What follows belongs to an exercise in optimizing a design on an open flow for small area and a short achievable clock period; a production flow would make more cautious choices.

==> job 2871 <==
// lmcol
module lmcol (
    input  wire         clk,
    input  wire         rst,           
    input  wire         in_valid,
    input  wire         in_first,      
    input  wire [1:0]   in_gsel,       
    input  wire [127:0] in_a,          
    input  wire [127:0] in_b,          
    input  wire [7:0]   in_oa,         
    input  wire [7:0]   in_ob,         
    output wire         out_valid,
    output wire [49:0]  out_tally
);
Settings: LEC_CHECK=0, ABC_AREA=1, CAP_MARGIN=20, CORE_MARGIN=2, CORE_UTILIZATION=40, PLACE_DENSITY=0.6, SLEW_MARGIN=20; clock period 30.0 ns.
standard.sh (not shown) runs the stock make flow with config.mk's settings and CLKGATE_MAP_FILE= SYNTH_SCRIPT=/design/flow/synth_recipe.tcl, a recipe that flattens the netlist after the stock synthesis.
==> flow/flow/run.sh <==
#!/bin/bash
# Standard layout, with repair_timing asked for a setup margin so that it
# shortens the longest paths below the 30 ns period (the SDC is unchanged).
set -euo pipefail
export SETUP_SLACK_MARGIN=22.2
export TNS_END_PERCENT=100
bash standard.sh > standard_make.log 2>&1
==> job 308 (differences from job 2871) <==
--- a/flow/design.v
+++ b/flow/design.v
@@ -162,35 +162,32 @@
     input  wire               g_v,       
     input  wire               g_nr,
     input  wire [39:0]        g_n,
     input  wire signed [10:0] g_t,       
     input  wire [7:0]         g_z86,     
     input  wire signed [9:0]  d_p,       
-    input  wire signed [9:0]  d_n,       
     input  wire [7:0]         t_xk,      
     input  wire               q_f,       
     input  wire               q_gz,      
     input  wire [5:0]         q_lz,      
     input  wire signed [9:0]  q_tb,      
     input  wire signed [9:0]  q_ctb,     
-    input  wire signed [9:0]  q_mtb,     
     output reg                n_nr,
     output reg                n_satf,
     output reg  [7:0]         n_x,
     output reg  [39:0]        n_m,
     output reg                n_z,
-    output reg  signed [9:0]  n_dp,      
-    output reg  signed [9:0]  n_dn
+    output reg  signed [9:0]  n_dp       
 );
     wire signed [12:0] tx2  = {5'd0, t_xe} + 13'sd2;
     wire signed [12:0] gt   = {{2{g_t[10]}}, g_t};
     wire               swp  = d_p[9];               
     wire signed [12:0] tmax = swp ? gt : tx2;        
     wire               nz0  = (d_p == 10'sd0);
-    wire               near = nz0 | (d_p == 10'sd1) | (d_n == 10'sd1);
-    wire [9:0]         dda  = swp ? d_n : d_p;
+    wire               near = nz0 | (d_p == 10'sd1) | (d_p == -10'sd1);
+    wire [9:0]         dda  = swp ? ~d_p : d_p;
     wire [5:0]         dd   = (|dda[9:6]) ? 6'd63 : dda[5:0];
     wire [39:0]        opa  = swp ? g_n : t_m;
     wire [39:0]        opb  = swp ? t_m : g_n;
     wire [42:0] sn  = {opa[39], opa, 2'b00} + (nz0 ? {opb[39], opb, 2'b00} : {{2{opb[39]}}, opb, 1'b0});
     wire [41:0] vn   = sn[42:1] ^ sn[41:0];
     wire [63:0] mk   = (tmax > 13'sd42) ? 64'd0 : (64'd1 << (13'sd42 - tmax));    
@@ -216,12 +213,13 @@
     wire        fixn = negn & ~mmn[38];
     reg [41:0] bs;
     reg        stk;
     always @* begin
         bs  = {opb[39], opb, 1'b0};
         stk = 1'b0;
+        if (swp)   begin stk = stk | bs[0];       bs = {bs[41],       bs[41:1]};  end
         if (dd[0]) begin stk = stk | bs[0];       bs = {bs[41],       bs[41:1]};  end
         if (dd[1]) begin stk = stk | (|bs[1:0]);  bs = {{2{bs[41]}},  bs[41:2]};  end
         if (dd[2]) begin stk = stk | (|bs[3:0]);  bs = {{4{bs[41]}},  bs[41:4]};  end
         if (dd[3]) begin stk = stk | (|bs[7:0]);  bs = {{8{bs[41]}},  bs[41:8]};  end
         if (dd[4]) begin stk = stk | (|bs[15:0]); bs = {{16{bs[41]}}, bs[41:16]}; end
         if (dd[5]) begin stk = stk | (|bs[31:0]); bs = {{32{bs[41]}}, bs[41:32]}; end
@@ -273,42 +271,29 @@
             end
         end
     end
     wire signed [9:0] lzq = {4'd0, q_lz};
     wire signed [9:0] lzn = {4'd0, lzc[5:0]};
     wire signed [9:0] t0  = tmax[9:0] - q_tb;         
-    wire signed [9:0] nt0 = q_tb - tmax[9:0];
-    wire signed [9:0] fc0 = t0 + 10'sd2,  fc1 = t0 + 10'sd1,  fc2 = t0,  fc3 = t0 - 10'sd1;
-    wire signed [9:0] gc0 = nt0 - 10'sd2, gc1 = nt0 - 10'sd1, gc2 = nt0, gc3 = nt0 + 10'sd1;
-    wire signed [9:0] fp0 = fc0 + lzq, fp1 = fc1 + lzq, fp2 = fc2 + lzq, fp3 = fc3 + lzq;
-    wire signed [9:0] fn0 = gc0 - lzq, fn1 = gc1 - lzq, fn2 = gc2 - lzq, fn3 = gc3 - lzq;
+    wire signed [9:0] b0  = t0 + lzq;                 
+    wire signed [9:0] fp0 = b0 + 10'sd2, fp1 = b0 + 10'sd1, fp2 = b0, fp3 = b0 - 10'sd1;
     wire signed [9:0] fdp = (jf == 2'd0) ? fp0 : (jf == 2'd1) ? fp1 : (jf == 2'd2) ? fp2 : fp3;
-    wire signed [9:0] fdn = (jf == 2'd0) ? fn0 : (jf == 2'd1) ? fn1 : (jf == 2'd2) ? fn2 : fn3;
     wire signed [9:0] ndp0 = fp1 - lzn, ndp1 = fp0 - lzn;
-    wire signed [9:0] ndn0 = fn1 + lzn, ndn1 = fn0 + lzn;
     wire signed [9:0] qc  = q_ctb + lzq;
-    wire signed [9:0] qm  = q_mtb - lzq;
-    wire signed [9:0] kdp = q_ctb + {2'd0, t_xk} + lzq;
-    wire signed [9:0] kdn = q_mtb - {2'd0, t_xk} - lzq;
+    wire signed [9:0] kdp = qc + {2'd0, t_xk};
     always @* begin
-        if (q_gz) begin
+        if (q_gz)
             n_dp = 10'sd511;
-            n_dn = -10'sd511;
-        end else if (!g_v || hold || q_f) begin
+        else if (!g_v || hold || q_f)
             n_dp = q_f ? qc : kdp;
-            n_dn = q_f ? qm : kdn;
-        end else if (sz) begin
+        else if (sz)
             n_dp = qc;
-            n_dn = qm;
-        end else if (near) begin
+        else if (near)
             n_dp = fixn ? ndp1 : ndp0;
-            n_dn = fixn ? ndn1 : ndn0;
-        end else begin
+        else
             n_dp = fdp;
-            n_dn = fdn;
-        end
     end
 endmodule
 module lmcol (
     input  wire         clk,
     input  wire         rst,           
     input  wire         in_valid,
@@ -388,25 +373,24 @@
         end
     endgenerate
     wire [41:0] cs_x, cs_y;
     lmcol_csa16 u_csa (.in(terms), .x(cs_x), .y(cs_y));
     reg         p3_v, p3_f, p3_nr;
     reg [41:0]  p3_x, p3_y;
-    reg [10:0]  p3_t, p3_ct, p3_mt;    
+    reg [10:0]  p3_t, p3_ct;           
     reg [7:0]   p3_z86;
     wire [9:0]  e2   = {4'd0, p2_eg} + {p2_o[8], p2_o};    
     wire [9:0]  ug86 = e2 + {8'd0, p2_gl} + 10'd18;        
     always @(posedge clk) begin
         p3_v   <= p2_v & ~rst;
         p3_f   <= p2_f;
         p3_nr  <= p2_nr;
         p3_x   <= cs_x;
         p3_y   <= cs_y;
         p3_t   <= {e2[9], e2} + 11'sd102;
         p3_ct  <= -11'sd100 - {e2[9], e2};
-        p3_mt  <= {e2[9], e2} + 11'sd100;
         p3_z86 <= ug86[9] ? 8'd0 : ug86[7:0];
     end
     wire [41:0] gadd;
     assign gadd = p3_x + p3_y;
     wire [41:0] p3_gs = gadd ^ {1'b1, 41'd0};
     wire [40:0] gv  = p3_gs[41:1] ^ p3_gs[40:0];
@@ -428,17 +412,17 @@
         p4_gt  <= gt3;
         p4_z86 <= p3_gz ? 8'd0 : p3_z86;
     end
     reg         t_nr, t_satf, t_z;
     reg [7:0]   t_x, t_xe;
     reg [39:0]  t_m;
-    reg [9:0]   d_p, d_n;
+    reg [9:0]   d_p;
     wire        n_nr, n_satf, n_z;
     wire [7:0]  n_x;
     wire [39:0] n_m;
-    wire [9:0]  n_dp, n_dn;
+    wire [9:0]  n_dp;
     lmcol_tally u_tally (
         .t_nr   (t_nr   & ~p4_f),
         .t_satf (t_satf & ~p4_f),
         .t_x    (t_x    & {8{~p4_f}}),
         .t_m    (t_m    & {40{~p4_f}}),
         .t_z    (t_z    | p4_f),
@@ -446,32 +430,28 @@
         .g_v    (p4_v),
         .g_nr   (p4_nr),
         .g_n    (p4_gn),
         .g_t    (p4_gt),
         .g_z86  (p4_z86),
         .d_p    (d_p),
-        .d_n    (d_n),
         .t_xk   (t_xe   & {8{~(p4_v & p4_f)}}),
         .q_f    (p3_f),
         .q_gz   (p3_gz),
         .q_lz   (p3_lz),
         .q_tb   (p3_t[9:0]),
         .q_ctb  (p3_ct[9:0]),
-        .q_mtb  (p3_mt[9:0]),
         .n_nr   (n_nr),
         .n_satf (n_satf),
         .n_x    (n_x),
         .n_m    (n_m),
         .n_z    (n_z),
-        .n_dp   (n_dp),
-        .n_dn   (n_dn)
+        .n_dp   (n_dp)
     );
     reg o_v;
     always @(posedge clk) begin
         d_p <= n_dp;
-        d_n <= n_dn;
         if (rst) begin
             o_v    <= 1'b0;
             t_nr   <= 1'b0;
             t_satf <= 1'b0;
             t_x    <= 8'd0;
             t_m    <= 40'd0;
==> flow/flow/run.sh (replaced) <==
#!/bin/bash
# Standard layout, with repair_timing asked for a setup margin so that it
# shortens the longest paths below the 30 ns period (the SDC is unchanged),
# and plain buffers (not delay cells) on the ports.
set -euo pipefail
export SETUP_SLACK_MARGIN=22.5
export TNS_END_PERCENT=100
export BUFFER_PORTS_ARGS="-buffer_cell sky130_fd_sc_hd__buf_2"
bash standard.sh > standard_make.log 2>&1
Settings changed: CAP_MARGIN 20 to 40, SLEW_MARGIN 20 to 40.
==> summary of the runs <==
Between job 308 and job 2871, the lower register-to-register slack is in job 2871 (gap 60 ps).
In job 2871 the die area is larger than in job 308, by 4.9%.
Worst hold slack: job 2871 is higher than job 308 (1.6 ps).
Between job 308 and job 2871, the lower via count is in job 308 (gap about 4%, measured against job 2871).
Job 2871 completed with no timing, DRC or antenna violations. Job 308 finished with timing, DRC and antenna clean.
Worst setup slack: job 308 is higher than job 2871 (60 ps).
Wire length: job 2871 is larger than job 308 (about 5.5%).
Clock skew: job 308 is lower than job 2871 (36 ps).
No functional check of the RTL was part of any run of this note.

what the ideal ports hide:
No port has a modelled driver above. Below, the same layouts with a new extraction and two added sets of constraints. Step 1 (the two cells are an assumption about what drives the block):
set clk [get_ports {clk}]
set_driving_cell -lib_cell sky130_fd_sc_hd__clkbuf_16 $clk
set_driving_cell -lib_cell sky130_fd_sc_hd__buf_2 [delete_from_list [all_inputs] $clk]
Step 2 also shifts input and output timing later by t, the mid clock arrival at the registers, as if the neighbouring blocks saw the same clock. Three values: ideal, step 1, step 2; two values: the first two.
run	t (ns)	setup slack, ns	worst slew at a driven data input, ns
job 2871	0.829	22.046 / 22.046 / 21.489	0.06
job 308	0.811	22.106 / 22.106 / 21.955	0.08
After both steps setup and hold are still met in every run listed. For job 2871, which loses most, drivers alone change the setup slack by 0.000 ns; drivers and shift together by -0.557 ns.
